Context: an optimization exercise on an open-source flow, tuned for small area, a short achievable clock period and few clock cycles per item. The choices shown serve that exercise and are no tape-out recipe.
Only simulation tests tie the RTL to the original design; equivalence was not proved.

==> flow/design.v <==
module aes_sbox_a (
  input  wire [7:0] a,
  output wire [3:0] q         
);
  wire U0=a[7],U1=a[6],U2=a[5],U3=a[4],U4=a[3],U5=a[2],U6=a[1],U7=a[0];
  wire T1=U0^U3, T2=U0^U5, T3=U0^U6, T4=U3^U5, T5=U4^U6, T6=T1^T5, T7=U1^U2;
  wire T8=U7^T6, T9=U7^T7, T10=T6^T7, T11=U1^U5, T12=U2^U5, T13=T3^T4;
  wire T14=T6^T11, T15=T5^T11, T16=T5^T12, T17=T9^T16, T18=U3^U7, T19=T7^T18;
  wire T20=T1^T19, T21=U6^U7, T22=T7^T21, T23=T2^T22, T24=T2^T10, T25=T20^T17;
  wire T26=T3^T16, T27=T1^T12;
  wire M1=T13&T6, M2=T23&T8, M3=T14^M1, M4=T19&U7, M5=M4^M1, M6=T3&T16;
  wire M7=T22&T9, M8=T26^M6, M9=T20&T17, M10=M9^M6, M11=T1&T15, M12=T4&T27;
  wire M13=M12^M11, M14=T2&T10, M15=M14^M11, M16=M3^M2, M17=M5^T24, M18=M8^M7;
  wire M19=M10^M15, M20=M16^M13, M21=M17^M15, M22=M18^M13, M23=M19^T25;
  wire M24=M22^M23, M25=M22&M20, M26=M21^M25, M27=M20^M21, M28=M23^M25;
  wire M29=M28&M27, M30=M26&M24, M31=M20&M23, M32=M27&M31, M33=M27^M25;
  wire M34=M21&M22, M35=M24&M34, M36=M24^M25, M37=M21^M29, M38=M32^M33;
  wire M39=M23^M30, M40=M35^M36;
  assign q = {M37, M38, M39, M40};
endmodule
module aes_sbox_b (
  input  wire [7:0] a,
  input  wire [3:0] q,
  output wire [7:0] y
);
  wire U0=a[7],U1=a[6],U2=a[5],U3=a[4],U4=a[3],U5=a[2],U6=a[1],U7=a[0];
  wire T1=U0^U3, T2=U0^U5, T3=U0^U6, T4=U3^U5, T5=U4^U6, T6=T1^T5, T7=U1^U2;
  wire T8=U7^T6, T9=U7^T7, T10=T6^T7, T11=U1^U5, T12=U2^U5, T13=T3^T4;
  wire T15=T5^T11, T16=T5^T12, T17=T9^T16, T18=U3^U7, T19=T7^T18;
  wire T20=T1^T19, T21=U6^U7, T22=T7^T21, T23=T2^T22, T27=T1^T12;
  wire M37=q[3], M38=q[2], M39=q[1], M40=q[0];
  wire M41=M38^M40, M42=M37^M39, M43=M37^M38, M44=M39^M40, M45=M42^M41;
  wire M46=M44&T6, M47=M40&T8, M48=M39&U7, M49=M43&T16, M50=M38&T9, M51=M37&T17;
  wire M52=M42&T15, M53=M45&T27, M54=M41&T10, M55=M44&T13, M56=M40&T23, M57=M39&T19;
  wire M58=M43&T3, M59=M38&T22, M60=M37&T20, M61=M42&T1, M62=M45&T4, M63=M41&T2;
  wire L0=M61^M62, L1=M50^M56, L2=M46^M48, L3=M47^M55, L4=M54^M58, L5=M49^M61;
  wire L6=M62^L5, L7=M46^L3, L8=M51^M59, L9=M52^M53, L10=M53^L4, L11=M60^L2;
  wire L12=M48^M51, L13=M50^L0, L14=M52^M61, L15=M55^L1, L16=M56^L0, L17=M57^L1;
  wire L18=M58^L8, L19=M63^L4, L20=L0^L1, L21=L1^L7, L22=L3^L12, L23=L18^L2;
  wire L24=L15^L9, L25=L6^L10, L26=L7^L9, L27=L8^L10, L28=L11^L14, L29=L11^L17;
  assign y[7]=L6^L24;
  assign y[6]=~(L16^L26);
  assign y[5]=~(L19^L28);
  assign y[4]=L6^L21;
  assign y[3]=L20^L22;
  assign y[2]=L25^L29;
  assign y[1]=~(L13^L27);
  assign y[0]=~(L6^L23);
endmodule
module aes_sbox (
  input  wire [7:0] a,
  output wire [7:0] y
);
  wire [3:0] q;
  aes_sbox_a u_a (.a(a), .q(q));
  aes_sbox_b u_b (.a(a), .q(q), .y(y));
endmodule
module aes_kx_a (
  input  wire [31:0] sin,
  output wire [15:0] q
);
  aes_sbox_a u_s0 (.a(sin[31:24]), .q(q[15:12]));
  aes_sbox_a u_s1 (.a(sin[23:16]), .q(q[11:8]));
  aes_sbox_a u_s2 (.a(sin[15:8]),  .q(q[7:4]));
  aes_sbox_a u_s3 (.a(sin[7:0]),   .q(q[3:0]));
endmodule
module aes_key_expand (
  input  wire [127:0] hi,       
  input  wire [127:0] b,        
  input  wire [31:0]  w7,       
  input  wire [31:0]  w67,      
  input  wire         mid,      
  input  wire         nos,      
  input  wire         rcu,      
  input  wire         nmid,     
  input  wire [7:0]   rcon,     
  input  wire [31:0]  sin,      
  input  wire [15:0]  q,        
  output wire [255:0] nw,       
  output wire [31:0]  nsin,     
  output wire [7:0]   nrcon
);
  wire [31:0] B0 = b[127:96], B1 = b[95:64], B2 = b[63:32], B3 = b[31:0];
  wire [31:0] sub;
  aes_sbox_b u_s0 (.a(sin[31:24]), .q(q[15:12]), .y(sub[31:24]));
  aes_sbox_b u_s1 (.a(sin[23:16]), .q(q[11:8]),  .y(sub[23:16]));
  aes_sbox_b u_s2 (.a(sin[15:8]),  .q(q[7:4]),   .y(sub[15:8]));
  aes_sbox_b u_s3 (.a(sin[7:0]),   .q(q[3:0]),   .y(sub[7:0]));
  wire [31:0] t = sub ^ {rcu ? rcon : 8'h00, 24'h000000};
  wire [31:0] P0 = B0, P1 = B0 ^ B1, P2 = B0 ^ B1 ^ B2, P3 = B0 ^ B1 ^ B2 ^ B3;
  wire [31:0] x7 = (mid || nos) ? w7 : 32'h0;
  wire [31:0] E0 = P0 ^ x7;
  wire [31:0] E1 = P1 ^ x7;
  wire [31:0] E2 = mid ? B2 : P2 ^ x7;
  wire [31:0] E3 = mid ? (B2 ^ B3) : P3 ^ x7;
  wire        t01 = !(mid || nos);
  wire        t23 = !nos;
  wire [31:0] N0 = E0 ^ (t01 ? t : 32'h0);
  wire [31:0] N1 = E1 ^ (t01 ? t : 32'h0);
  wire [31:0] N2 = E2 ^ (t23 ? t : 32'h0);
  wire [31:0] N3 = E3 ^ (t23 ? t : 32'h0);
  assign nw = {hi, N0, N1, N2, N3};
  assign nsin = (E3 ^ (nmid ? w67 : 32'h0)) ^ (t23 ? t : 32'h0);
  assign nrcon = rcu ? ({rcon[6:0], 1'b0} ^ (rcon[7] ? 8'h1b : 8'h00)) : rcon;
endmodule
module aes_round_a (
  input  wire [127:0] st,
  output wire [63:0]  q        
);
  genvar n;
  generate
    for (n = 0; n < 16; n = n + 1) begin : g_byte
      aes_sbox_a u_sa (.a(st[127-8*n -: 8]), .q(q[63-4*n -: 4]));
    end
  endgenerate
endmodule
module aes_round (
  input  wire [127:0] st,      
  input  wire [63:0]  q,       
  input  wire [127:0] rk,
  output wire [127:0] y,       
  output wire [127:0] yf       
);
  function [7:0] xt;           
    input [7:0] a;
    xt = {a[6:0], 1'b0} ^ (a[7] ? 8'h1b : 8'h00);
  endfunction
  function [31:0] mix;         
    input [31:0] c;
    reg [7:0] a0, a1, a2, a3, s;
    begin
      a0 = c[31:24]; a1 = c[23:16]; a2 = c[15:8]; a3 = c[7:0];
      s = a0 ^ a1 ^ a2 ^ a3;
      mix[31:24] = a0 ^ s ^ xt(a0 ^ a1);
      mix[23:16] = a1 ^ s ^ xt(a1 ^ a2);
      mix[15:8]  = a2 ^ s ^ xt(a2 ^ a3);
      mix[7:0]   = a3 ^ s ^ xt(a3 ^ a0);
    end
  endfunction
  wire [127:0] sb;
  wire [127:0] sr;
  wire [127:0] mc;
  genvar n;
  generate
    for (n = 0; n < 16; n = n + 1) begin : g_byte
      aes_sbox_b u_sb (.a(st[127-8*n -: 8]), .q(q[63-4*n -: 4]), .y(sb[127-8*n -: 8]));
      assign sr[127-8*n -: 8] = sb[127-8*((n%4) + 4*(((n/4) + (n%4)) % 4)) -: 8];
    end
    for (n = 0; n < 4; n = n + 1) begin : g_col
      assign mc[127-32*n -: 32] = mix(sr[127-32*n -: 32]);
    end
  endgenerate
  assign y  = mc;
  assign yf = sr ^ rk;
endmodule
module aes_engine (
  input  wire         clk,
  input  wire         rst,         
  input  wire         key_valid,
  output wire         key_ready,
  input  wire [1:0]   key_len,     
  input  wire [255:0] key,
  input  wire         blk_valid,
  output wire         blk_ready,
  input  wire [127:0] blk_in,
  output reg          out_valid,
  output wire [127:0] out_data
);
  reg [255:0] ckey;        
  reg [1:0]   ckey_len;
  reg [31:0]  ckey_last;   
  reg         kready;
  wire key_go = key_valid && kready;
  always @(posedge clk) begin
    if (key_go) begin
      ckey      <= key;
      ckey_len  <= key_len;
      ckey_last <= (key_len == 2'd0) ? key[159:128] :
                   (key_len == 2'd1) ? key[95:64] : key[31:0];
    end
  end
  reg         busy;        
  reg [4:0]   cyc;         
  reg [1:0]   plen;        
  reg         afin;        
  reg         c0;          
  reg         bval;        
  reg         bfin;        
  reg         rdy;         
  reg         ld;          
  reg         fk1;         
  reg         fk2;         
  reg         wwe;         
  assign key_ready = kready;
  assign blk_ready = rdy;
  wire a_go = blk_valid && (!busy || afin);
  wire b_go = blk_valid && c0;
  wire [4:0] last1 = (plen == 2'd0) ? 5'd18 : (plen == 2'd1) ? 5'd22 : 5'd26;
  wire       busy_n = a_go || (busy && !afin);
  wire [4:0] cyc_n  = a_go ? 5'd0 : cyc + 5'd1;
  wire       afin_n = !a_go && busy && !afin && (cyc == last1);
  wire       rdy_n  = !busy_n || afin_n || a_go;
  always @(posedge clk) begin
    if (rst) begin
      kready    <= 1'b0;
      busy      <= 1'b0;
      afin      <= 1'b0;
      c0        <= 1'b0;
      bval      <= 1'b0;
      bfin      <= 1'b0;
      out_valid <= 1'b0;
      rdy       <= 1'b0;
      fk1       <= 1'b1;
      fk2       <= 1'b1;
      wwe       <= 1'b1;
    end else begin
      kready    <= 1'b1;
      busy      <= busy_n;
      cyc       <= cyc_n;
      afin      <= afin_n;
      c0        <= a_go;
      if (a_go)
        plen <= ckey_len;
      bval      <= a_go ? 1'b0 : c0 ? b_go : bval;
      bfin      <= busy && afin && bval;
      out_valid <= (busy && afin) || bfin;
      rdy       <= rdy_n;
      fk1       <= !busy_n || afin_n;
      fk2       <= fk1;
      wwe       <= !busy_n || !cyc_n[0];
    end
    ld <= rdy_n;
  end
  reg [255:0] win;         
  reg [1:0]   wlen;
  reg         wmid, wnos, wrot;    
  reg [7:0]   wrcon;
  reg [31:0]  wsin;        
  reg [31:0]  ksin;        
  reg [15:0]  kq;
  reg [1:0]   wph;
  wire [31:0] sin0 = fk1 ? ckey_last : wsin;
  wire        rot1 = fk1 || wrot;
  wire [31:0] sin1 = rot1 ? {sin0[23:0], sin0[31:24]} : sin0;
  wire [15:0] q1;
  aes_kx_a u_kxa (.sin(sin1), .q(q1));
  wire [127:0] rk_run = (wlen == 2'd0) ? win[127:0] : (wlen == 2'd1) ? win[191:64] : win[255:128];
  wire [127:0] rk_key = ckey[255:128];     
  wire         cnk6   = (ckey_len == 2'd1);
  wire [127:0] ckey_hi = {ckey[127:64], cnk6 ? ckey[127:64] : ckey[63:0]};
  wire [1:0] len2 = fk2 ? ckey_len : wlen;
  wire [1:0] ph2  = fk2 ? 2'd0 : wph;
  wire       nk6  = (len2 == 2'd1);
  wire [1:0] nph  = nk6 ? ((ph2 == 2'd2) ? 2'd0 : ph2 + 2'd1) : {1'b0, ~ph2[0]};
  wire       mid2 = !fk2 && wmid;
  wire       nos2 = !fk2 && wnos;
  wire       rot2 = fk2 || wrot;
  wire [255:0] nw;
  wire [31:0]  nsin;
  wire [7:0]   nrcon;
  aes_key_expand u_kx (
    .hi    (fk2 ? ckey_hi : win[127:0]),
    .b     (fk2 ? rk_key : rk_run),
    .w7    (win[31:0]),
    .w67   (fk2 ? (ckey[127:96] ^ ckey[95:64]) : (win[63:32] ^ win[31:0])),
    .mid   (mid2),
    .nos   (nos2),
    .rcu   (rot2 && !nos2),
    .nmid  (nk6 && nph == 2'd1),
    .rcon  (fk2 ? 8'h01 : wrcon),
    .sin   (ksin),
    .q     (kq),
    .nw    (nw),
    .nsin  (nsin),
    .nrcon (nrcon)
  );
  always @(posedge clk) begin
    ksin <= sin1;
    kq   <= q1;
    if (wwe) begin
      win   <= nw;
      wlen  <= len2;
      wph   <= nph;
      wmid  <= nk6 && (nph == 2'd1);
      wnos  <= nk6 && (nph == 2'd2);
      wrot  <= !(len2 == 2'd2 && nph[0]);
      wrcon <= nrcon;
      wsin  <= nsin;
    end
  end
  reg [127:0] s1;          
  reg [127:0] s2;          
  reg [63:0]  s2q;         
  reg [127:0] res;
  wire [63:0] qa;
  aes_round_a u_ra (.st(s1), .q(qa));
  wire [127:0] round_out, final_out;
  aes_round u_rb (
    .st (s2),
    .q  (s2q),
    .rk (rk_run),
    .y  (round_out),
    .yf (final_out)
  );
  always @(posedge clk) begin
    s2  <= s1;
    s2q <= qa;
    s1  <= (ld ? blk_in : round_out) ^ (ld ? rk_key : rk_run);
    res <= final_out;
  end
  assign out_data = res;
endmodule
==> flow/flow/run.sh <==
#!/bin/bash
# Layout flow: the standard layout (standard.sh, ORFS synth to finish),
# with two changes:
#  - synthesis maps the logic with the ABC script in flow/area.abc (strash,
#    dch, amap: area-oriented) instead of ORFS's speed script. flow/my_synth.tcl
#    is synth_recipe.tcl with only the ABC script swapped, so the registers,
#    their names and cell types are those of the standard synthesis;
#  - the make settings in flow/extra_args (one per line) are added; they set
#    the repair_timing setup margin (SETUP_SLACK_MARGIN) so that the resizer
#    works towards a shorter period than the 10 ns clock. The clock, the SDC
#    and all constraints are the standard flow's, unchanged.
# The make output goes to flow_make.log; ORFS writes each step's log under orfs/logs.
set -uo pipefail
W=$(pwd)
export MY_ABC_SCRIPT=$W/flow/area.abc
EXTRA=""
if [[ -f $W/flow/extra_args ]]; then EXTRA=$(tr '\n' ' ' < $W/flow/extra_args); fi
sed -e "s|SYNTH_SCRIPT=[^ ]*|SYNTH_SCRIPT=$W/flow/my_synth.tcl $EXTRA|" standard.sh > $W/my_standard.sh
bash $W/my_standard.sh finish > $W/flow_make.log 2>&1
rc=$?
tail -5 $W/flow_make.log
exit $rc
==> flow/flow/area.abc <==
strash
dch
amap
topo
==> flow/flow/extra_args <==
SETUP_SLACK_MARGIN=6
==> flow/flow/my_synth.tcl <==
proc synth {args} { yosys synth -nofsm -noshare {*}$args }
proc abc {args} {
  if {[info exists ::env(MY_ABC_SCRIPT)]} {
    set i [lsearch -exact $args -script]
    if {$i >= 0} { lset args [expr {$i + 1}] $::env(MY_ABC_SCRIPT) }
  }
  yosys abc {*}$args
}
source $::env(SCRIPTS_DIR)/synth.tcl
# left out here: clear keep_hierarchy, flatten, clean up, hide names made inside functions, write 1_2_yosys.v
==> flow/standard.sh <==
#!/bin/bash
# synth_recipe.tcl (not shown) runs the flow's synth.tcl, then flattens the netlist and writes it again
# the make line also repeats each setting of config.mk as NAME=value (left out here)
make -C /OpenROAD-flow-scripts/flow DESIGN_CONFIG=/design/flow/config.mk WORK_HOME=/design/flow/orfs CLKGATE_MAP_FILE= SYNTH_SCRIPT=/design/flow/synth_recipe.tcl "${@:-finish}"
==> flow/config.mk <==
export PLATFORM = sky130hd
export DESIGN_NAME = aes_engine
export DESIGN_NICKNAME = aes_engine
export VERILOG_FILES = /design/flow/design.v
export SDC_FILE = /design/flow/constraint.sdc
export NUM_CORES = 4
export LEC_CHECK = 0
export CAP_MARGIN = 20
export CORE_MARGIN = 2
export CORE_UTILIZATION = 42
export PLACE_DENSITY = 0.55
export SLEW_MARGIN = 20
==> flow/constraint.sdc <==
create_clock -name core_clock -period 10.0 [get_ports {clk}]
set_input_delay 2.0000 -clock core_clock [delete_from_list [all_inputs] [get_ports {clk}]]
set_output_delay 2.0000 -clock core_clock [all_outputs]
set_load 0.01 [all_outputs]
==> results_dict.tcl, run 1 <==
set metrics [dict create \
    core.rowCount 146 \
    antenna_found_initial 31 \
    grt_start_max_net_pins 134 \
    end_kind "flop" \
    dp_slack_ps 3710 \
    max_freq_ghz 0.241 \
    synth_area_mm2 0.0672 \
    seq_area_frac_synth 0.420 \
    drive_gt1_frac 0.319 \
    critical-path-slowest-cell "edfxtp_1" \
    synth_nets 9244 \
    start_util 0.424 \
    grt_usage 0.393 \
    syn2layout_area_growth_pct 49.2 \
    synth_area_per_cell_um2 7.62 \
    status "no timing/DRC/antenna violations" \
    dp_hpwl_um 245000 \
    worstSetupPathType "flop to flop" \
    min_period_over_period 0.414 \
    critical-path-max-stage-delay_ps 470 \
    fin_ws_ps 5860 \
    rsz0062_at_grt "true" \
    maxCapViolations 0 \
    cts.sinks 1108 \
    slew_viol_final 0 \
    path_max_fanout 44 \
    hold_class "flop to flop" \
    die_area_mm2 0.163 \
    grt-busiest-layer "met2" \
    port_buffers 520 \
    grt_util_met1 0.503 \
    io_pins 521 \
    final_nets 10751 \
    finalClockSkew_ps 31.2 \
    synth_top_family_by_area "compound AO/OA/AOI/OAI gates" \
    startpoint_type "flop" \
    cp.required_ps 10510 \
    wl_um 346000 \
    drtPass1Iterations 7 \
    layout_common_cells "1203 x nor2_1, 939 x o22ai_1, 835 x clkinv_1" \
    setup_viol 0 \
    clk_latency_ps 800 \
    synth_edf_count 600 \
    clk_pin_slew_worst_paths_ps 60 \
    drt_iter0_markers 9655 \
    grt-ovfl-total 0 \
    hold_viol 0 \
    worstMarginPinSlew_ps 1260 \
    ant_nets 0 \
    die_h_um 404 \
    synth_xor_area_frac 0.0123 \
    whs_ps 377 \
    cts_tree "built" \
    ys.flop_type "edfxtp_1" \
    routedWlPerCell_um 27.6 \
    crit_chain "buf_12 > clkinv_16 > buf_12 > buf_12 > o21ai_2 > clkinv_1 > o22ai_2 > o21ai_0 > nor2_1 > a21oi_1 > nor2_1 > a21oi_1 > o22ai_1 > nor2_1 > a21oi_2 > nand2_1 > o21ai_2 > o21ai_1" \
    ctsHoldBuffers 0 \
    grt_pass1_vias 68841 \
    gp_congestion 1.04 \
    setup_tns_ps 0 \
    grt_pass1_wl_um 469000 \
    async_flop_share 0 \
    clock_path_buffers 3 \
    vias 78185 \
    synthMuxAreaShare 0 \
    ys_warn_count 2 \
    root_buffer "clkbuf_16" \
    synth_compound_area_frac 0.363 \
    synth_fa_ha_area_frac 0.00782 \
    cts_max_level 4 \
    fp.dieW_um 404 \
    ys_seq_elements 1108 \
    numCtsBuffers 134 \
    synthCells 8812 \
    layout_commonest_cell "nor2_1" \
    ys_types 39 \
    grt_use_met3 0.0870 \
    min_period_ps 4140 \
    route.detailed.vias_per_inst 6.24 \
    core_mm2 0.159 \
    synth_simple_gate_area_frac 0.120 \
    grtUsageMet2 0.582 \
    crit_arrival_ps 4660 \
    drc 0 \
    slew_headroom 0.159 \
]
[Yosys cell counts (all sizes together) (4+ instances only)]
cell type / number / area share
o22ai: 1560 / 0.15
clkinv: 1385 / 0.077
nor2: 1306 / 0.073
a21oi: 1016 / 0.076
o21ai: 913 / 0.068
nand2: 724 / 0.040
edfxtp: 600 / 0.27
dfxtp: 508 / 0.15
o221ai: 143 / 0.019
a22oi: 88 / 0.0098
xor2: 67 / 0.0087
a221oi: 64 / 0.0083
a211oi: 61 / 0.0068
o22a: 59 / 0.0077
a221o: 51 / 0.0076
ha: 42 / 0.0078
nor2b: 42 / 0.0039
a22o: 34 / 0.0044
a31oi: 33 / 0.0031
xnor2: 27 / 0.0035
a222oi: 22 / 0.0033
or2: 13 / 0.0012
a32oi: 10 / 0.0013
nor3: 10 / 0.00074
a211o: 8 / 0.0010
o31ai: 4 / 0.00045
[state kept, by name, summed over array words and instances, names as in the netlist, 5 cells and up]
| register | flops |
|---|---|
| kq | 16 |
| s1 | 128 |
| wrcon | 8 |
| res | 128 |
| wsin | 32 |
| ckey | 256 |
| s2 | 128 |
| cyc | 5 |
| s2q | 64 |
| ksin | 32 |
| ckey_last | 32 |
| win | 256 |
[timing repair]
item | 4_1_cts | 5_1_grt
buffers inserted | 388 | 327
gates resized for setup | 1911 | 1466
setup endpoints to repair | 337 | 312
pin swaps | 193 | 281
cloned | 9 | 8
[logic make-up (layout without fill, tap and decap cells)]
logic type                 Yosys count  after routing
AOI/OAI and AO/OA                 4077           4077
DFF                               1108           1108
and+or+nand+nor                   2104           2108
other                                0             18
buffers and inverters             1387           3003
adders and majority gates           42             42
xor gates and xnor gates            94             94
[through the flow]
stage,cells,utilization,instance area (um2)
after floorplan,8812,-,67400
after global placement,11514,0.481,76200
after detailed placement,11523,0.481,76300
after CTS,12169,0.582,92300
after global routing,12515,0.632,100000
final,12522,0.632,100000
[layer usage]
layer  share of wire  vias up
met4           0.090       18
met1            0.38    36441
met2            0.42     4582
met3            0.11     1050
met5         0.00038        -
li1                -    36094
[layout make-up]
| cell class | instances | area [um2] |
|---|---|---|
| multi-input combinational | 6321 | 45800 |
| clock inverter | 63 | 686 |
| antenna | 18 | 45.0 |
| sequential | 1108 | 28500 |
| tap | 2072 | 2590 |
| fill | 13415 | 58300 |
| timing repair inverter | 2 | 12.5 |
| timing repair buffer | 1367 | 12700 |
| clock buffer | 186 | 3780 |
| inverter | 1385 | 6080 |
[worst max-delay path: cells and delay by family (launching register included)]
family                 cells  cell delay, ps
buffers and inverters      5            1000
AOI/OAI and AO/OA          9            1790
DFF                        1             470
and+or+nand+nor            4             460
[path summary, 6_finish.rpt]
| path | start | endpoint | slack (ps) | cells after the start |
|---|---|---|---|---|
| worst max-delay path | wlen[1] | wsin[17] | 5860 | 18 |
| worst min register to register | s1[105] | s2[105] | 380 | 0 |
| worst min-delay path | s1[105] | s2[105] | 380 | 0 |
| worst max register to register | wlen[1] | wsin[17] | 5860 | 18 |
Testbench counts, summed over its fixed seeds: cycles 32,745, blocks 2,557.
==> run 2, diff against run 1 <==
==> flow/flow/extra_args (replaced) <==
SETUP_SLACK_MARGIN=5.5
--- a/flow/config.mk
+++ b/flow/config.mk
@@ -6,7 +6,7 @@
 export NUM_CORES = 4
 export LEC_CHECK = 0
-export CAP_MARGIN = 20
+export CAP_MARGIN = 30
 export CORE_MARGIN = 2
-export CORE_UTILIZATION = 42
-export PLACE_DENSITY = 0.55
-export SLEW_MARGIN = 20
+export CORE_UTILIZATION = 45
+export PLACE_DENSITY = 0.58
+export SLEW_MARGIN = 30
==> run 2 against run 1 <==
  * Still clean
  * Critical endpoint is now s1[68]
  * Register-to-register slack lost 320 ps
  * Clock skew shrank 2.1 ps
  * First-iteration DRC count grew 5.9%
  * Via count shrank 4.8%
  * Critical path depth grew 3
  * Non-clock buffer count shrank 463
  * Fmax shrank 7.1%
  * Sequential cell count is the same
==> results_dict.tcl, run 2 <==
set metrics [dict create \
    rr_worst_depth 21 \
    multiInputGateArea_mm2 0.0404 \
    clock_path_buffers 3 \
    hold_end "s2[75]" \
    die_h_um 390 \
    layout_common_cells "1276 x nor2_1, 1176 x o22ai_1, 1139 x clkinv_1" \
    synth.area.top_cells "edfxtp_1 27%, dfxtp_1 15%, o22ai_1 15%" \
    worstHoldStart "s1[75]" \
    start_util 0.454 \
    grt-ovfl-total 0 \
    reg_top3 "ckey (256), win (256)" \
    route.detailed.vias_per_inst 6.25 \
    critical-path-slowest-cell "dfxtp_1" \
    crit_arrival_ps 5120 \
    end_kind "flop" \
    die_area_mm2 0.152 \
    min_period_ps 4460 \
    wl_um 318000 \
    io_pins 521 \
    status "no timing/DRC/antenna violations" \
    clk_latency_ps 780 \
    rrSetupSlack_ps 5540 \
    core_mm2 0.148 \
    grt_usage 0.393 \
    drive_gt1_frac 0.180 \
    whs_path_depth 0 \
    seq_area_mm2 0.0283 \
    synthCells 8812 \
    setup_viol 0 \
    max_freq_ghz 0.224 \
    root_buffer "clkbuf_16" \
    gp_congestion 1.04 \
    synth_top_cell_area_share 0.268 \
    core.rowCount 141 \
    ant_nets 0 \
    clk_pin_slew_worst_paths_ps 60 \
    fill_cells 13103 \
    ys.flop_type "edfxtp_1" \
    synth_area_per_cell_um2 7.62 \
    maxCapViolations 0 \
    cp_top_family "compound AO/OA/AOI/OAI gates" \
    min_period_over_period 0.446 \
    r2r-end "s1[68]" \
    hold_class "flop to flop" \
    drc 0 \
    synth_nets 9244 \
    drt_iter0_markers 10227 \
    final_nets 10281 \
    drtPass1Iterations 9 \
    antenna_found_initial 13 \
    finalClockSkew_ps 29.1 \
    layout_commonest_cell "nor2_1" \
    yosysTopAreaCell "edfxtp_1" \
    critical-path-max-stage-delay_ps 420 \
    ys_warn_count 2 \
    syn2layout_area_growth_pct 32.7 \
    cp.required_ps 10660 \
    netlist_top_cells_count "1560 x o22ai_1, 1385 x clkinv_1, 1306 x nor2_1, 1016 x a21oi_1, 913 x o21ai_0" \
    grt_pass1_vias 64692 \
    setup_tns_ps 0 \
    fp.dieW_um 390 \
    rsz0062_at_grt "true" \
    grt_pass1_wl_um 437000 \
    port_buffers 520 \
    ys_seq_elements 1108 \
    vias 74402 \
    path_max_fanout 5 \
    grt_start_max_net_pins 127 \
    cp_num_buf_inv 7 \
    crit_chain "clkinv_1 > o22ai_2 > clkinv_1 > o22ai_2 > clkinv_1 > nor2_1 > nand2_1 > o21ai_1 > inv_2 > o22ai_4 > nor2_1 > a21oi_1 > buf_4 > clkinv_4 > o22ai_4 > clkinv_1 > o22ai_1 > o21ai_0 > o22ai_1 > nor2_1 > a21oi_1" \
    synth_area_mm2 0.0672 \
    synth_edf_count 600 \
    seq_area_frac_synth 0.420 \
    slew_headroom 0.246 \
    cts_tree "built" \
    reg2reg_from "s2[90]" \
    routedWlPerCell_um 26.7 \
    worstMarginPinSlew_ps 1120 \
    slew_viol_final 0 \
    worstSetupPathType "flop to flop" \
    hold_viol 0 \
    yosysMostFrequentCell "o22ai_1" \
    dp_hpwl_um 240000 \
    async_flop_share 0 \
    startpoint_type "flop" \
    crit_top_cell "clkinv_1" \
    numCtsBuffers 130 \
    cts_max_level 4 \
    cts.sinks 1108 \
    ys_types 39 \
]
## run 2: through the flow
stage               setup WS [ps]  cells   util  hold WS, ps  instance area (um2)
floorplan                   -1490   8812      -          351                67400
global placement             3860  11375  0.514          358                76000
detailed placement           3820  11382  0.514          362                76100
CTS                          5380  11722  0.570          366                84300
global route                 5250  11888  0.602          377                89100
finish                       5540  11896  0.602          363                89100
## run 2: final cells by class
| cell class | instances | share of cell area |
|---|---|---|
| multi-input combinational | 6320 | 0.453 |
| sequential | 1108 | 0.317 |
| timing repair buffer | 904 | 0.0930 |
| inverter | 1385 | 0.0615 |
| clock buffer | 191 | 0.0432 |
| tap | 1930 | 0.0271 |
| clock inverter | 49 | 0.00511 |
| antenna | 9 | 0.000253 |
## run 2: repair_timing
action,in CTS,in global routing
resized for setup,708,870
cloned,2,1
setup endpoints to repair,244,252
setup buffers,98,162
hold buffers,0,0
pin swaps,51,79
## run 2: per-layer routing
metal,vias up,part of all wire,track usage
met5,-,0.00016,0
met4,8,0.083,0.264
met3,835,0.12,0.109
met2,4334,0.41,0.573
met1,34045,0.39,0.505
li1,35180,-,-
## run 2: kinds of logic after synthesis
logic type	count (synthesis)	synth area share
DFF	1108	0.420
AOI/OAI and AO/OA	4077	0.363
buffers and inverters	1387	0.0775
adders and majority gates	42	0.00782
and+or+nand+nor	2104	0.120
xor gates and xnor gates	94	0.0123
## run 2: worst register-to-register path: cells and delay by family (launching register included)
family,cells,cell delay [ps]
and+or+nand+nor,4,430
DFF,1,420
buffers and inverters,7,1290
AOI/OAI and AO/OA,10,2230
## run 2: how the worst max path moves through the flow
stage	start	to	slack, ps	depth (start not counted)
floorplan	fk2	wsin[13]	-1490	13
global placement	s2[117]	s1[2]	3860	22
detailed placement	s2[85]	s1[123]	3820	23
CTS	s2[85]	s1[123]	5380	25
global route	s2[81]	s1[123]	5250	25
finish	s2[90]	s1[68]	5540	21
==> run 3, diff against run 2 <==
==> flow/flow/run.sh (replaced) <==
#!/bin/bash
# Layout flow: the standard layout (standard.sh, ORFS synth to finish),
# with these changes:
#  - synthesis maps the logic with the ABC script in flow/area.abc (strash,
#    dch, amap: area-oriented) instead of ORFS's speed script. flow/my_synth.tcl
#    is synth_recipe.tcl with only the ABC script swapped, so the registers,
#    their names and cell types are those of the standard synthesis;
#  - the layout runs in two make calls: up to cts with the settings in
#    flow/extra_args_cts, then on to finish with those in flow/extra_args (one
#    per line). They set the repair_timing setup margin (SETUP_SLACK_MARGIN),
#    so that the resizer works towards a shorter period than the 10 ns clock,
#    harder before CTS than after global routing. The clock, the SDC and all
#    constraints are the standard flow's, unchanged.
# Each make call's output goes to its own log (flow_make_cts.log,
# flow_make.log); ORFS writes each step's log under orfs/logs.
set -uo pipefail
W=$(pwd)
export MY_ABC_SCRIPT=$W/flow/area.abc
mk() {  # mk ARGFILE OUT.sh
  local extra=""
  if [[ -f $1 ]]; then extra=$(tr '\n' ' ' < $1); fi
  sed -e "s|SYNTH_SCRIPT=[^ ]*|SYNTH_SCRIPT=$W/flow/my_synth.tcl $extra|" standard.sh > $2
}
mk $W/flow/extra_args_cts $W/my_standard_cts.sh
mk $W/flow/extra_args $W/my_standard.sh
bash $W/my_standard_cts.sh cts > $W/flow_make_cts.log 2>&1
rc=$?
if [[ $rc -eq 0 ]]; then
  bash $W/my_standard.sh finish > $W/flow_make.log 2>&1
  rc=$?
  tail -5 $W/flow_make.log
else
  tail -5 $W/flow_make_cts.log
fi
exit $rc
==> flow/flow/extra_args_cts (new file) <==
SETUP_SLACK_MARGIN=6
==> run 3 against run 2 <==
  * Still clean
  * Final cell count up 0.87%
  * Core utilization up 1.4 points
  * Cell area up 2.3%
  * Critical path type unchanged
==> results_dict.tcl, run 3 <==
set metrics [dict create \
    final_nets 10386 \
    start_util 0.454 \
    synth_top_cell_area_share 0.268 \
    hold_class "flop to flop" \
    cp_num_buf_inv 7 \
    rr_worst_depth 23 \
    gp_congestion 1.04 \
    placed_cells_incl_taps 11382 \
    clock_path_buffers 3 \
    netlist_top_cells_count "1560 x o22ai_1, 1385 x clkinv_1, 1306 x nor2_1, 1016 x a21oi_1, 913 x o21ai_0" \
    synthCells 8812 \
    cp_top_family "compound AO/OA/AOI/OAI gates" \
    cts_tree "built" \
    startpoint_type "flop" \
    die_h_um 390 \
    slew_headroom 0.227 \
    reg_top3 "ckey (256), win (256)" \
    synth_edf_count 600 \
    fin_util 0.616 \
    drt_iter0_markers 10203 \
    cts.sinks 1108 \
    numCtsBuffers 130 \
    worstMarginPinSlew_ps 1150 \
    worstHoldStart "s1[75]" \
    synth.area.top_cells "edfxtp_1 27%, dfxtp_1 15%, o22ai_1 15%" \
    critical-path-slowest-cell "dfxtp_2" \
    core_mm2 0.148 \
    antenna_found_initial 13 \
    core.rowCount 141 \
    cp.required_ps 10640 \
    critical-path-max-stage-delay_ps 370 \
    synth_nets 9244 \
    layout_common_cells "1276 x nor2_1, 1133 x o22ai_1, 1106 x clkinv_1" \
    finalClockSkew_ps 30.4 \
    io_pins 521 \
    ys.flop_type "edfxtp_1" \
    synth_area_per_cell_um2 7.62 \
    crit_arrival_ps 5000 \
    ys_types 39 \
    ant_nets 0 \
    min_period_over_period 0.436 \
    max_freq_ghz 0.230 \
    yosysMostFrequentCell "o22ai_1" \
    status "no timing/DRC/antenna violations" \
    grt_pass1_wl_um 457000 \
    ys_seq_elements 1108 \
    maxCapViolations 0 \
    routedWlPerCell_um 26.9 \
    slew_viol_final 0 \
    drtPass1Iterations 9 \
    wl_um 323000 \
    grt-ovfl-total 0 \
    ys_warn_count 2 \
    clk_pin_slew_worst_paths_ps 60 \
    instances_no_fill 11999 \
    placed_area_mm2 0.0761 \
    die_area_mm2 0.152 \
    worstSetupPathType "flop to flop" \
    drive_gt1_frac 0.207 \
    drc 0 \
    rrSetupSlack_ps 5640 \
    r2r-end "s1[111]" \
    synth_area_mm2 0.0672 \
    root_buffer "clkbuf_16" \
    yosysTopAreaCell "edfxtp_1" \
    hold_end "s2[75]" \
    layout_commonest_cell "nor2_1" \
    min_period_ps 4360 \
    whs_path_depth 0 \
    fp.dieW_um 390 \
    syn2layout_area_growth_pct 35.8 \
    stdcell_area_mm2 0.0912 \
    rsz0062_at_grt "true" \
    grt_pass1_vias 68453 \
    dp_hpwl_um 240000 \
    clk_latency_ps 780 \
    crit_top_cell "clkinv_2" \
    crit_chain "clkinv_1 > o22ai_4 > clkinv_2 > o22ai_4 > clkinv_2 > o22ai_2 > o21ai_0 > a21oi_2 > clkinv_1 > o22ai_2 > nor2_1 > a21oi_2 > clkinv_2 > o21ai_4 > clkinv_4 > o22ai_4 > clkinv_2 > o22ai_1 > nor2_1 > a21oi_1 > o22ai_1 > nand2_1 > o21ai_0" \
    reg2reg_from "s2[86]" \
    whs_ps 362 \
    vias 75427 \
    seq_area_frac_synth 0.420 \
    grt_start_max_net_pins 127 \
    grt_usage 0.409 \
    async_flop_share 0 \
    port_buffers 520 \
    hold_viol 0 \
    route.detailed.vias_per_inst 6.29 \
    setup_viol 0 \
    path_max_fanout 5 \
    cts_max_level 4 \
    end_kind "flop" \
]
run 3: per-stage QoR:
stage	worst slack, ps	TNS (ps)
after CTS	5870	0
after global placement	3860	0
after floorplan	-1490	-294900
after detailed placement	3820	0
after global routing	5400	0
final	5640	0
run 3: worst max-delay path by stage:
stage,start,endpoint,cells past startpoint
global placement,s2[117],s1[2],22
CTS,s2[121],s1[123],27
detailed placement,s2[85],s1[123],23
floorplan,fk2,wsin[13],13
finish,s2[86],s1[111],23
global route,s2[85],s1[123],25
run 3: repair_timing:
action                      CTS  global route
buffers inserted            352             9
setup endpoints to repair   410            38
gates resized for setup    1799            58
hold endpoints to repair      0             0
cloned                        6             0
pin swaps                   187            14
hold buffers                  0             0
run 3: logic make-up (layout without fill, tap and decap cells):
logic type	after synthesis	count (layout)	synth area share
and+or+nand+nor	2104	2108	0.120
other	0	7	0
DFF	1108	1108	0.420
adders and majority gates	42	42	0.00782
buffers and inverters	1387	2633	0.0775
xor gates and xnor gates	94	94	0.0123
AOI/OAI and AO/OA	4077	4077	0.363
run 3: worst register-to-register path: cells and delay by family (launching register included):
kind	cells	cell delay, ps
compound gates	13	2640
buf+inv	7	980
flops	1	370
simple gates	3	280
run 3: layout make-up:
class / instances / area (um2)
inverters: 1385 / 5750
clock inverters: 49 / 455
diodes: 7 / 17.5
flip-flops and latches: 1108 / 28300
multi-input cells: 6321 / 41300
fillers: 12876 / 56800
clock buffers: 191 / 3850
repair inverters: 1 / 8.76
well taps: 1930 / 2410
repair buffers: 1007 / 9090
run 3: layer usage:
metal	up-vias	GRT usage	share of wire
met5	-	0	0.00018
met4	10	0.291	0.085
met1	34483	0.520	0.38
met3	907	0.112	0.12
met2	4645	0.599	0.42
li1	35382	-	-
==> run 4, diff against run 3 <==
--- a/flow/design.v
+++ b/flow/design.v
@@ -1,5 +1,6 @@
 module aes_sbox_a (
   input  wire [7:0] a,
-  output wire [3:0] q         
+  output wire [3:0] q,        
+  output wire [4:0] t          
 );
   wire U0=a[7],U1=a[6],U2=a[5],U3=a[4],U4=a[3],U5=a[2],U6=a[1],U7=a[0];
@@ -18,15 +19,18 @@
   wire M39=M23^M30, M40=M35^M36;
   assign q = {M37, M38, M39, M40};
+  assign t = {T8, T10, T17, T20, T23};
 endmodule
 module aes_sbox_b (
   input  wire [7:0] a,
   input  wire [3:0] q,
+  input  wire [4:0] tp,        
   output wire [7:0] y
 );
   wire U0=a[7],U1=a[6],U2=a[5],U3=a[4],U4=a[3],U5=a[2],U6=a[1],U7=a[0];
   wire T1=U0^U3, T2=U0^U5, T3=U0^U6, T4=U3^U5, T5=U4^U6, T6=T1^T5, T7=U1^U2;
-  wire T8=U7^T6, T9=U7^T7, T10=T6^T7, T11=U1^U5, T12=U2^U5, T13=T3^T4;
-  wire T15=T5^T11, T16=T5^T12, T17=T9^T16, T18=U3^U7, T19=T7^T18;
-  wire T20=T1^T19, T21=U6^U7, T22=T7^T21, T23=T2^T22, T27=T1^T12;
+  wire T9=U7^T7, T11=U1^U5, T12=U2^U5, T13=T3^T4;
+  wire T15=T5^T11, T16=T5^T12, T18=U3^U7, T19=T7^T18;
+  wire T21=U6^U7, T22=T7^T21, T27=T1^T12;
+  wire T8=tp[4], T10=tp[3], T17=tp[2], T20=tp[1], T23=tp[0];
   wire M37=q[3], M38=q[2], M39=q[1], M40=q[0];
   wire M41=M38^M40, M42=M37^M39, M43=M37^M38, M44=M39^M40, M45=M42^M41;
@@ -53,15 +57,17 @@
 );
   wire [3:0] q;
-  aes_sbox_a u_a (.a(a), .q(q));
-  aes_sbox_b u_b (.a(a), .q(q), .y(y));
+  wire [4:0] t;
+  aes_sbox_a u_a (.a(a), .q(q), .t(t));
+  aes_sbox_b u_b (.a(a), .q(q), .tp(t), .y(y));
 endmodule
 module aes_kx_a (
   input  wire [31:0] sin,
-  output wire [15:0] q
+  output wire [15:0] q,
+  output wire [19:0] t
 );
-  aes_sbox_a u_s0 (.a(sin[31:24]), .q(q[15:12]));
-  aes_sbox_a u_s1 (.a(sin[23:16]), .q(q[11:8]));
-  aes_sbox_a u_s2 (.a(sin[15:8]),  .q(q[7:4]));
-  aes_sbox_a u_s3 (.a(sin[7:0]),   .q(q[3:0]));
+  aes_sbox_a u_s0 (.a(sin[31:24]), .q(q[15:12]), .t(t[19:15]));
+  aes_sbox_a u_s1 (.a(sin[23:16]), .q(q[11:8]), .t(t[14:10]));
+  aes_sbox_a u_s2 (.a(sin[15:8]),  .q(q[7:4]), .t(t[9:5]));
+  aes_sbox_a u_s3 (.a(sin[7:0]),   .q(q[3:0]), .t(t[4:0]));
 endmodule
 module aes_key_expand (
@@ -77,4 +83,5 @@
   input  wire [31:0]  sin,      
   input  wire [15:0]  q,        
+  input  wire [19:0]  tp,       
   output wire [255:0] nw,       
   output wire [31:0]  nsin,     
@@ -83,8 +90,8 @@
   wire [31:0] B0 = b[127:96], B1 = b[95:64], B2 = b[63:32], B3 = b[31:0];
   wire [31:0] sub;
-  aes_sbox_b u_s0 (.a(sin[31:24]), .q(q[15:12]), .y(sub[31:24]));
-  aes_sbox_b u_s1 (.a(sin[23:16]), .q(q[11:8]),  .y(sub[23:16]));
-  aes_sbox_b u_s2 (.a(sin[15:8]),  .q(q[7:4]),   .y(sub[15:8]));
-  aes_sbox_b u_s3 (.a(sin[7:0]),   .q(q[3:0]),   .y(sub[7:0]));
+  aes_sbox_b u_s0 (.a(sin[31:24]), .q(q[15:12]), .tp(tp[19:15]), .y(sub[31:24]));
+  aes_sbox_b u_s1 (.a(sin[23:16]), .q(q[11:8]), .tp(tp[14:10]), .y(sub[23:16]));
+  aes_sbox_b u_s2 (.a(sin[15:8]),  .q(q[7:4]), .tp(tp[9:5]), .y(sub[15:8]));
+  aes_sbox_b u_s3 (.a(sin[7:0]),   .q(q[3:0]), .tp(tp[4:0]), .y(sub[7:0]));
   wire [31:0] t = sub ^ {rcu ? rcon : 8'h00, 24'h000000};
   wire [31:0] P0 = B0, P1 = B0 ^ B1, P2 = B0 ^ B1 ^ B2, P3 = B0 ^ B1 ^ B2 ^ B3;
@@ -106,10 +113,11 @@
 module aes_round_a (
   input  wire [127:0] st,
-  output wire [63:0]  q        
+  output wire [63:0]  q,       
+  output wire [79:0]  t        
 );
   genvar n;
   generate
     for (n = 0; n < 16; n = n + 1) begin : g_byte
-      aes_sbox_a u_sa (.a(st[127-8*n -: 8]), .q(q[63-4*n -: 4]));
+      aes_sbox_a u_sa (.a(st[127-8*n -: 8]), .q(q[63-4*n -: 4]), .t(t[79-5*n -: 5]));
     end
   endgenerate
@@ -118,4 +126,5 @@
   input  wire [127:0] st,      
   input  wire [63:0]  q,       
+  input  wire [79:0]  tp,      
   input  wire [127:0] rk,
   output wire [127:0] y,       
@@ -144,5 +153,5 @@
   generate
     for (n = 0; n < 16; n = n + 1) begin : g_byte
-      aes_sbox_b u_sb (.a(st[127-8*n -: 8]), .q(q[63-4*n -: 4]), .y(sb[127-8*n -: 8]));
+      aes_sbox_b u_sb (.a(st[127-8*n -: 8]), .q(q[63-4*n -: 4]), .tp(tp[79-5*n -: 5]), .y(sb[127-8*n -: 8]));
       assign sr[127-8*n -: 8] = sb[127-8*((n%4) + 4*(((n/4) + (n%4)) % 4)) -: 8];
     end
@@ -239,4 +248,5 @@
   reg [31:0]  ksin;        
   reg [15:0]  kq;
+  reg [19:0]  kt;
   reg [1:0]   wph;
   wire [31:0] sin0 = fk1 ? ckey_last : wsin;
@@ -244,5 +254,6 @@
   wire [31:0] sin1 = rot1 ? {sin0[23:0], sin0[31:24]} : sin0;
   wire [15:0] q1;
-  aes_kx_a u_kxa (.sin(sin1), .q(q1));
+  wire [19:0] t1;
+  aes_kx_a u_kxa (.sin(sin1), .q(q1), .t(t1));
   wire [127:0] rk_run = (wlen == 2'd0) ? win[127:0] : (wlen == 2'd1) ? win[191:64] : win[255:128];
   wire [127:0] rk_key = ckey[255:128];     
@@ -271,4 +282,5 @@
     .sin   (ksin),
     .q     (kq),
+    .tp    (kt),
     .nw    (nw),
     .nsin  (nsin),
@@ -278,4 +290,5 @@
     ksin <= sin1;
     kq   <= q1;
+    kt   <= t1;
     if (wwe) begin
       win   <= nw;
@@ -292,11 +305,14 @@
   reg [127:0] s2;          
   reg [63:0]  s2q;         
+  reg [79:0]  s2t;         
   reg [127:0] res;
   wire [63:0] qa;
-  aes_round_a u_ra (.st(s1), .q(qa));
+  wire [79:0] ta;
+  aes_round_a u_ra (.st(s1), .q(qa), .t(ta));
   wire [127:0] round_out, final_out;
   aes_round u_rb (
     .st (s2),
     .q  (s2q),
+    .tp (s2t),
     .rk (rk_run),
     .y  (round_out),
@@ -306,4 +322,5 @@
     s2  <= s1;
     s2q <= qa;
+    s2t <= ta;
     s1  <= (ld ? blk_in : round_out) ^ (ld ? rk_key : rk_run);
     res <= final_out;
==> run 4 against run 3 <==
  * Register-to-register slack better by 50 ps
  * Via count is 1.8% lower
  * First-iteration DRC count is 5.4% lower
  * Critical path type unchanged
==> results_dict.tcl, run 4 <==
set metrics [dict create \
    cp-endpoint "s1[32]" \
    antenna_found_initial 21 \
    hold_class "flop to flop" \
    io_pins 521 \
    cp_top_family "compound AO/OA/AOI/OAI gates" \
    min_period_over_period 0.430 \
    cp_num_buf_inv 6 \
    slew_viol_final 0 \
    placed_cells_incl_taps 11569 \
    grt_pass1_vias 66722 \
    grt_usage 0.392 \
    crit_start "s2q[53]" \
    clk_pin_slew_worst_paths_ps 60 \
    route.detailed.vias_per_inst 6.17 \
    min_period_ps 4300 \
    cp.depth 22 \
    rr_worst_depth 22 \
    path_max_fanout 6 \
    cts_tree "built" \
    cts.sinks 1208 \
    rrSetupSlack_ps 5700 \
    synth_nets 9342 \
    async_flop_share 0 \
    ys_types 37 \
    whs_ps 377 \
    die_area_mm2 0.155 \
    yosysMostFrequentCell "o22ai_1" \
    wl_met2_um 132000 \
    reg_top3 "ckey (256), win (256)" \
    final_nets 10284 \
    fp.dieW_um 394 \
    critical-path-slowest-cell "dfxtp_1" \
    slew_headroom 0.231 \
    ys.flop_type "dfxtp_1" \
    synth_edf_count 600 \
    drt_iter0_markers 9653 \
    clock_path_buffers 3 \
    drive_gt1_frac 0.147 \
    rsz0062_at_grt "true" \
    reg2reg_from "s2q[53]" \
    max_freq_ghz 0.232 \
    synth_area_mm2 0.0685 \
    dp_hpwl_um 240000 \
    stdcell_area_mm2 0.0891 \
    layout_commonest_cell "nor2_1" \
    cp.required_ps 10670 \
    r2r-end "s1[32]" \
    numCtsBuffers 141 \
    grt_pass1_wl_um 450000 \
    drtPass1Iterations 12 \
    top_layer_used "met5" \
    core.rowCount 143 \
    placed_area_mm2 0.0775 \
    core_mm2 0.152 \
    worstMarginPinSlew_ps 1150 \
    critical-path-max-stage-delay_ps 410 \
    vias 74050 \
    port_buffers 520 \
    start_util 0.452 \
    ys_warn_count 2 \
    multiInputGateArea_mm2 0.0389 \
    grt_start_max_net_pins 153 \
    drc 0 \
    ant_nets 0 \
    finalClockSkew_ps 36.4 \
    gp_congestion 1.03 \
    maxCapViolations 0 \
    root_buffer "clkbuf_16" \
    cts_max_level 4 \
    fill_cells 13659 \
    startpoint_type "flop" \
    seq_area_mm2 0.0303 \
    wl_met3_um 35800 \
    synth_area_per_cell_um2 7.69 \
    setup_viol 0 \
    met1_length_um 127000 \
    wl_um 317000 \
    ctsHoldBuffers 0 \
    synthCells 8910 \
    end_kind "flop" \
    yosysTopAreaCell "edfxtp_1" \
    hold_viol 0 \
    worstSetupPathType "flop to flop" \
    crit_arrival_ps 4980 \
    synth.area.top_cells "edfxtp_1 26%, dfxtp_1 18%, o22ai_1 13%" \
    synth_top_cell_area_share 0.263 \
    syn2layout_area_growth_pct 30.0 \
    routedWlPerCell_um 26.4 \
    netlist_top_cells_count "1469 x o22ai_1, 1443 x nor2_1, 1247 x clkinv_1, 1122 x a21oi_1, 870 x o21ai_0" \
    seq_area_frac_synth 0.441 \
    instances_no_fill 12008 \
    ys_seq_elements 1208 \
    layout_common_cells "1394 x nor2_1, 1192 x o22ai_1, 1084 x clkinv_1" \
    grt-ovfl-total 0 \
    crit_chain "clkinv_1 > o22ai_1 > clkinv_1 > nand2_1 > o21ai_1 > nand2_1 > nor2_2 > a21oi_4 > clkinv_2 > nand2_1 > o21ai_4 > o21ai_2 > nor2_1 > a21oi_4 > clkinv_1 > o22ai_2 > clkinv_1 > o22ai_1 > clkinv_1 > o22ai_1 > o22ai_1 > a21oi_2" \
    status "no timing/DRC/antenna violations" \
    die_h_um 394 \
    clk_latency_ps 810 \
    crit_top_cell "clkinv_1" \
]
run 4: changes by cell type after synthesis, sizes merged, moves of 32 or more:
| cell | change |
|---|---|
| a21oi | +106 |
| a221o | -32 |
| clkinv | -138 |
| dfxtp | +100 |
| nand2 | +117 |
| nor2 | +137 |
| o21ai | -43 |
| o22a | -43 |
| o22ai | -91 |
run 4: cell families after synthesis:
| family | synth area share |
|---|---|
| AO/OA/AOI/OAI | 0.344 |
| AND/OR/NAND/NOR | 0.130 |
| buffers and inverters | 0.0684 |
| flip-flops | 0.441 |
| XOR/XNOR | 0.00895 |
| adder cells (fa/ha/maj) | 0.00767 |
run 4: through the flow:
stage | utilization | setup slack, ps | TNS (ps)
after CTS | 0.587 | 5900 | 0
after global routing | 0.588 | 5450 | 0
after floorplan | - | -1620 | -331880
final | 0.588 | 5700 | 0
after detailed placement | 0.511 | 4110 | 0
after global placement | 0.510 | 3640 | 0
run 4: what timing repair did:
action	in CTS	in global routing
gates resized for setup	1213	45
buffers inserted	167	0
setup endpoints to repair	289	33
cloned	3	0
pin swaps	85	5
run 4: worst reg2reg max path, delay by kind of cell, from the launching register on:
family	cells	cell delay, ps
buf+inv	6	910
compound gates	11	2280
flops	1	410
simple gates	5	560
run 4: layer usage:
metal  track usage  vias up
li1              -    35118
met1         0.527    33898
met2         0.575     4255
met3        0.0881      767
met4         0.238       12
met5             0        -
run 4: worst min path at each step:
stage | startpoint | to | cells after the start
floorplan | s1[107] | s2[107] | 0
global placement | s1[59] | s2[59] | 0
detailed placement | s1[35] | s2[35] | 0
CTS | s1[59] | s2[59] | 0
global route | s1[59] | s2[59] | 0
finish | s1[59] | s2[59] | 0
run 4: area by class of cell:
class / instances / area share
tap: 2030 / 0.0285
timing repair buffer: 801 / 0.0856
antenna: 8 / 0.000225
clock buffer: 198 / 0.0446
clock inverter: 63 / 0.00878
multi-input combinational: 6453 / 0.437
inverter: 1247 / 0.0559
sequential: 1208 / 0.340
Testbench counts of run 4, summed over its fixed seeds: cycles 32,745, blocks 2,557.
==> run 5, diff against run 4 <==
==> flow/flow/run.sh (replaced) <==
#!/bin/bash
# Layout flow: the standard layout (standard.sh, ORFS synth to finish),
# with two changes:
#  - synthesis maps the logic with the ABC script in flow/area.abc (strash,
#    dch, amap: area-oriented) instead of ORFS's speed script. flow/my_synth.tcl
#    is synth_recipe.tcl with only the ABC script swapped, so the registers,
#    their names and cell types are those of the standard synthesis;
#  - the make settings in flow/extra_args (one per line) are added; they set
#    the repair_timing setup margin (SETUP_SLACK_MARGIN) so that the resizer
#    works towards a shorter period than the 10 ns clock. The clock, the SDC
#    and all constraints are the standard flow's, unchanged.
# The make output goes to flow_make.log; ORFS writes each step's log under orfs/logs.
set -uo pipefail
W=$(pwd)
export MY_ABC_SCRIPT=$W/flow/area.abc
EXTRA=""
if [[ -f $W/flow/extra_args ]]; then EXTRA=$(tr '\n' ' ' < $W/flow/extra_args); fi
sed -e "s|SYNTH_SCRIPT=[^ ]*|SYNTH_SCRIPT=$W/flow/my_synth.tcl $EXTRA|" standard.sh > $W/my_standard.sh
bash $W/my_standard.sh finish > $W/flow_make.log 2>&1
rc=$?
tail -5 $W/flow_make.log
exit $rc
==> flow/flow/extra_args (replaced) <==
SETUP_SLACK_MARGIN=6
--- a/flow/config.mk
+++ b/flow/config.mk
@@ -6,7 +6,7 @@
 export NUM_CORES = 4
 export LEC_CHECK = 0
-export CAP_MARGIN = 30
+export CAP_MARGIN = 20
 export CORE_MARGIN = 2
-export CORE_UTILIZATION = 45
-export PLACE_DENSITY = 0.58
-export SLEW_MARGIN = 30
+export CORE_UTILIZATION = 42
+export PLACE_DENSITY = 0.55
+export SLEW_MARGIN = 20
removed: flow/flow/extra_args_cts
==> run 5 against run 4 <==
  * Still clean on timing, DRC and antenna
  * Sequential share of layout area is 2.3 points lower
  * Area after synthesis unchanged
  * Critical path type is now input pin to flop
  * Register-to-register slack improved by 330 ps
==> results_dict.tcl, run 5 <==
set metrics [dict create \
    hold_class "flop to flop" \
    critical-path-slowest-cell "nor2b_4" \
    drtPass1Iterations 10 \
    numCtsBuffers 142 \
    synth.area.top_cells "edfxtp_1 26%, dfxtp_1 18%, o22ai_1 13%" \
    status "no timing/DRC/antenna violations" \
    routedWlPerCell_um 26.9 \
    core_mm2 0.162 \
    async_flop_share 0 \
    slew_viol_final 0 \
    cts_max_level 4 \
    hold_viol 0 \
    synth_area_mm2 0.0685 \
    grt_start_max_net_pins 154 \
    setup_viol 0 \
    ctsHoldBuffers 0 \
    cts_tree "built" \
    clock_path_buffers 3 \
    rsz0062_at_grt "true" \
    max_freq_ghz 0.249 \
    start_util 0.422 \
    ant_nets 0 \
    dp_hpwl_um 244000 \
    vias 75790 \
    instances_no_fill 12428 \
    layout_common_cells "1358 x nor2_1, 983 x o22ai_1, 850 x clkinv_1" \
    seq_area_mm2 0.0304 \
    worstSetupPathType "input pin to flop" \
    core.rowCount 148 \
    crit_chain "clkdlybuf4s50_1 > nor2b_4 > buf_4 > a22oi_1 > o21ai_0" \
    clk_latency_ps 810 \
    critical-path-max-stage-delay_ps 860 \
    ys_seq_elements 1208 \
    synth_area_per_cell_um2 7.69 \
    slew_headroom 0.167 \
    path_max_fanout 20 \
    seq_area_frac_synth 0.441 \
    multiInputGateArea_mm2 0.0430 \
    grt_pass1_wl_um 456000 \
    end_kind "flop" \
    maxCapViolations 0 \
    yosysMostFrequentCell "o22ai_1" \
    cts.sinks 1208 \
    wl_um 334000 \
    min_period_over_period 0.401 \
    synth_top_cell_area_share 0.263 \
    whs_ps 368 \
    crit_arrival_ps 4440 \
    finalClockSkew_ps 34.9 \
    dp_slack_ps 3730 \
    layout_commonest_cell "nor2_1" \
    die_h_um 408 \
    ys_types 37 \
    drive_gt1_frac 0.246 \
    synthCells 8910 \
    startpoint_type "input pin" \
    yosysTopAreaCell "edfxtp_1" \
    die_area_mm2 0.166 \
    grt_pass1_vias 66189 \
    final_nets 10557 \
    min_period_ps 4010 \
    reg_top3 "ckey (256), win (256)" \
    fp.dieW_um 408 \
    netlist_top_cells_count "1469 x o22ai_1, 1443 x nor2_1, 1247 x clkinv_1, 1122 x a21oi_1, 870 x o21ai_0" \
    drc 0 \
    grt-ovfl-total 0 \
    placed_cells_incl_taps 11718 \
    fill_cells 14387 \
    root_buffer "clkbuf_16" \
    drt_iter0_markers 9412 \
    antenna_found_initial 22 \
    route.detailed.vias_per_inst 6.10 \
    ys_warn_count 2 \
    port_buffers 520 \
    synth_edf_count 600 \
    syn2layout_area_growth_pct 40.3 \
    cp.required_ps 10430 \
    io_pins 521 \
    grt_usage 0.373 \
    fin_ws_ps 5990 \
    worstMarginPinSlew_ps 1250 \
    ys.flop_type "dfxtp_1" \
    gp_congestion 1.03 \
    synth_nets 9342 \
    clk_pin_slew_worst_paths_ps 60 \
    fin_util 0.592 \
]
## run 5: final timing paths
path	cells past startpoint	end	startpoint	slack, ps
hold reg to reg	0	s2[99]	s1[99]	370
hold / removal	0	s2[99]	s1[99]	370
setup / recovery	5	ckey_last[13]	key_len[0]	5990
setup reg to reg	18	wsin[16]	wlen[0]	6030
## run 5: timing repair
action	4_1_cts	5_1_grt
gates cloned	8	6
gates resized for setup	1205	1262
setup buffers	181	243
pin swaps	72	154
hold endpoints to repair	0	0
setup endpoints to repair	315	274
## run 5: critical path, delay by kind of cell
kind	cells	cell delay, ps
compound gates	2	610
simple gates	1	860
buf+inv	2	950
## run 5: layer usage
metal  global-route usage  wire length [um]  vias to the layer above
met4                0.214             23800                        4
li1                     -                 -                    35666
met1                0.505            135000                    35097
met3               0.0772             34700                      841
met5                    0                23                        -
met2                0.551            141000                     4182
## run 5: cells by family (layout without fill, tap and decap cells)
kind of cell	Yosys count	in the layout	synth area share
flip-flops	1208	1208	0.441
AND/OR/NAND/NOR	2341	2343	0.130
adder cells (fa/ha/maj)	42	42	0.00767
XOR/XNOR	70	70	0.00895
AO/OA/AOI/OAI	4000	4000	0.344
other	0	7	0
buffers and inverters	1249	2583	0.0684
## run 5: per-stage QoR
step	cell area [um2]	TNS (ps)
final	96100	0
after global routing	96100	0
after CTS	89400	0
after detailed placement	77600	0
after global placement	77500	0
after floorplan	68700	-331880
## run 5: area by class of cell
| type | instances | share of cell area |
|---|---|---|
| well taps | 2175 | 0.0283 |
| clock buffers | 201 | 0.0427 |
| diodes | 7 | 0.000182 |
| flip-flops and latches | 1208 | 0.316 |
| repair buffers | 1070 | 0.104 |
| multi-input cells | 6455 | 0.447 |
| repair inverters | 1 | 0.0000911 |
| clock inverters | 64 | 0.00675 |
| inverters | 1247 | 0.0544 |
==> run 6, diff against run 5 <==
==> flow/flow/extra_args (replaced) <==
SETUP_SLACK_MARGIN=5.5
--- a/flow/config.mk
+++ b/flow/config.mk
@@ -6,7 +6,7 @@
 export NUM_CORES = 4
 export LEC_CHECK = 0
-export CAP_MARGIN = 20
+export CAP_MARGIN = 30
 export CORE_MARGIN = 2
-export CORE_UTILIZATION = 42
-export PLACE_DENSITY = 0.55
-export SLEW_MARGIN = 20
+export CORE_UTILIZATION = 45
+export PLACE_DENSITY = 0.58
+export SLEW_MARGIN = 30
==> run 6 against run 5 <==
  * Worst setup slack got worse by 510 ps
  * Largest cell class unchanged
  * Still clean
  * Register-to-register slack got worse by 550 ps
  * Wire length decreased by 6.0%
  * Cell area decreased by 8.4%
  * Fmax decreased by 11%
  * Count of clock-buffer cells in the layout decreased by 3
  * First-iteration DRC count increased by 3.2%
==> results_dict.tcl, run 6 <==
set metrics [dict create \
    status "no timing/DRC/antenna violations" \
    min_period_ps 4520 \
    netlist_top_cells_count "1469 x o22ai_1, 1443 x nor2_1, 1247 x clkinv_1, 1122 x a21oi_1, 870 x o21ai_0" \
    fp.dieW_um 394 \
    wl_um 314000 \
    ys.flop_type "dfxtp_1" \
    yosysMostFrequentCell "o22ai_1" \
    synth_area_mm2 0.0685 \
    synthCells 8910 \
    setup_viol 0 \
    crit_arrival_ps 5070 \
    core.rowCount 143 \
    clk_pin_slew_worst_paths_ps 60 \
    io_pins 521 \
    grt_start_max_net_pins 153 \
    synth_top_cell_area_share 0.263 \
    root_buffer "clkbuf_16" \
    ys_seq_elements 1208 \
    startpoint_type "flop" \
    final_nets 10257 \
    worstMarginPinSlew_ps 1210 \
    clock_path_buffers 3 \
    port_buffers 520 \
    synth.area.top_cells "edfxtp_1 26%, dfxtp_1 18%, o22ai_1 13%" \
    grt_usage 0.382 \
    grt_pass1_vias 64229 \
    hold_viol 0 \
    core_mm2 0.152 \
    ctsHoldBuffers 0 \
    finalClockSkew_ps 32.8 \
    cp.required_ps 10550 \
    syn2layout_area_growth_pct 28.5 \
    placed_cells_incl_taps 11569 \
    start_util 0.452 \
    slew_viol_final 0 \
    reg_top3 "ckey (256), win (256)" \
    die_area_mm2 0.155 \
    whs_path_depth 0 \
    gp_congestion 1.03 \
    drc 0 \
    route.detailed.vias_per_inst 6.15 \
    path_max_fanout 32 \
    fill_cells 13744 \
    grt_pass1_wl_um 436000 \
    rsz0062_at_grt "true" \
    worstSetupPathType "flop to flop" \
    numCtsBuffers 141 \
    cts.sinks 1208 \
    rr_worst_depth 16 \
    cts_tree "built" \
    drive_gt1_frac 0.135 \
    yosysTopAreaCell "edfxtp_1" \
    routedWlPerCell_um 26.2 \
    synth_area_per_cell_um2 7.69 \
    async_flop_share 0 \
    slew_headroom 0.182 \
    drtPass1Iterations 7 \
    maxCapViolations 0 \
    drt_iter0_markers 9710 \
    min_period_over_period 0.452 \
    ys_warn_count 2 \
    synth_nets 9342 \
    grt-ovfl-total 0 \
    antenna_found_initial 22 \
    hold_class "flop to flop" \
    end_kind "flop" \
    layout_commonest_cell "nor2_1" \
    max_freq_ghz 0.221 \
    ant_nets 0 \
    layout_common_cells "1394 x nor2_1, 1211 x o22ai_1, 1115 x clkinv_1" \
    seq_area_frac_synth 0.441 \
    cts_max_level 4 \
    instances_no_fill 11986 \
    synth_edf_count 600 \
    setup_tns_ps 0 \
    clk_latency_ps 810 \
    die_h_um 394 \
    dp_hpwl_um 240000 \
    ys_types 37 \
    vias 73716 \
]
run 6: cell counts after synthesis:
Identical to the previous run, type by type.
run 6: what timing repair did:
| item | CTS | global route |
|---|---|---|
| setup endpoints to repair | 236 | 208 |
| buffers inserted | 41 | 100 |
| pin swaps | 18 | 40 |
| cloned | 0 | 1 |
| resized for setup | 342 | 756 |
run 6: kinds of logic (layout without fill, tap and decap cells):
| family | count (synthesis) | count (layout) | synth area share |
|---|---|---|---|
| flip-flops | 1208 | 1208 | 0.441 |
| XOR/XNOR | 70 | 70 | 0.00895 |
| AND/OR/NAND/NOR | 2341 | 2341 | 0.130 |
| other | 0 | 13 | 0 |
| AO/OA/AOI/OAI | 4000 | 4000 | 0.344 |
| buffers and inverters | 1249 | 2282 | 0.0684 |
| adder cells (fa/ha/maj) | 42 | 42 | 0.00767 |
run 6: through the flow:
| stage | setup slack, ps | hold slack [ps] | util | area [um2] |
|---|---|---|---|---|
| 2_1_floorplan | -1620 | 351 | - | 68700 |
| 3_3_place_gp | 3640 | 364 | 0.510 | 77400 |
| 3_5_place_dp | 4110 | 363 | 0.511 | 77500 |
| 4_1_cts | 5340 | 377 | 0.554 | 83900 |
| 5_1_grt | 5330 | 384 | 0.581 | 88000 |
| 6_report | 5480 | 377 | 0.581 | 88100 |
run 6: metal layers:
layer | share of wire | vias to the layer above | global-route usage
li1 | - | 34982 | -
met1 | 0.40 | 33783 | 0.516
met2 | 0.42 | 4189 | 0.564
met3 | 0.11 | 750 | 0.0881
met4 | 0.066 | 12 | 0.208
met5 | 0.00027 | - | 0
run 6: final cells by class:
| class | count | area (um2) | area share |
|---|---|---|---|
| Multi-Input combinational cell | 6453 | 38400 | 0.436 |
| Sequential cell | 1208 | 30200 | 0.343 |
| Timing Repair Buffer | 774 | 7340 | 0.0833 |
| Inverter | 1247 | 4810 | 0.0547 |
| Clock buffer | 198 | 3980 | 0.0451 |
| Tap cell | 2030 | 2540 | 0.0288 |
| Clock inverter | 63 | 782 | 0.00888 |
| Antenna cell | 13 | 32.5 | 0.000369 |
run 6: worst paths after layout:
path                start      end  slack [ps]
setup / recovery  wlen[1]  wsin[7]        5480
hold / removal     s1[35]   s2[35]         380
setup reg to reg  wlen[1]  wsin[7]        5480
hold reg to reg    s1[35]   s2[35]         380
run 6: worst max-delay path, cell delays in order (launching register included):
cell and delay (ps):
edfxtp_1 470, buf_12 330, nor2_4 70, buf_6 250, buf_8 260, a221oi_2 770, o22ai_1 350, o21ai_1 420
nor2_1 90, a21oi_1 170, a21oi_1 90, o22ai_1 320, nor2_1 100, a21oi_2 210, nand2_1 90, o21ai_2 90
o21ai_1 110

[afterwards: timing with drivers on the ports]
In the flow no input, the clock included, has a driving cell. The finished layouts below were timed again as built, in two steps. Step 1 (the two cells are an assumption about what drives the block):
set clk [get_ports {clk}]
set_driving_cell -lib_cell sky130_fd_sc_hd__clkbuf_16 $clk
set_driving_cell -lib_cell sky130_fd_sc_hd__buf_2 [delete_from_list [all_inputs] $clk]
Step 2, shift: input delay + t, output delay - t, t = (earliest + latest rising clock arrival at the registers) / 2. This alone moves slack from input paths to output paths. Three values: ideal, step 1, step 2; two values: the first two.
run | t (ns) | setup WS [ns] | worst register clock-pin slew, ns | worst data-port slew with drivers (ns)
run 1 | 0.877 | 5.857 / 5.857 / 5.484 | 0.07 / 0.07 | 0.15
run 2 | 0.859 | 5.540 / 5.540 / 4.857 | 0.07 / 0.07 | 0.14
run 3 | 0.861 | 5.643 / 5.643 / 5.227 | 0.07 / 0.07 | 0.16
run 4 | 0.880 | 5.696 / 5.696 / 5.391 | 0.07 / 0.07 | 0.09
run 5 | 0.887 | 5.990 / 6.028 / 5.169 | 0.07 / 0.07 | 0.14
run 6 | 0.888 | 5.484 / 5.484 / 5.418 | 0.07 / 0.07 | 0.09
After both steps setup and hold are still met in every run listed. The setup slack of run 5, which loses most, moves by +0.038 ns with the drivers and by -0.821 ns with both steps.
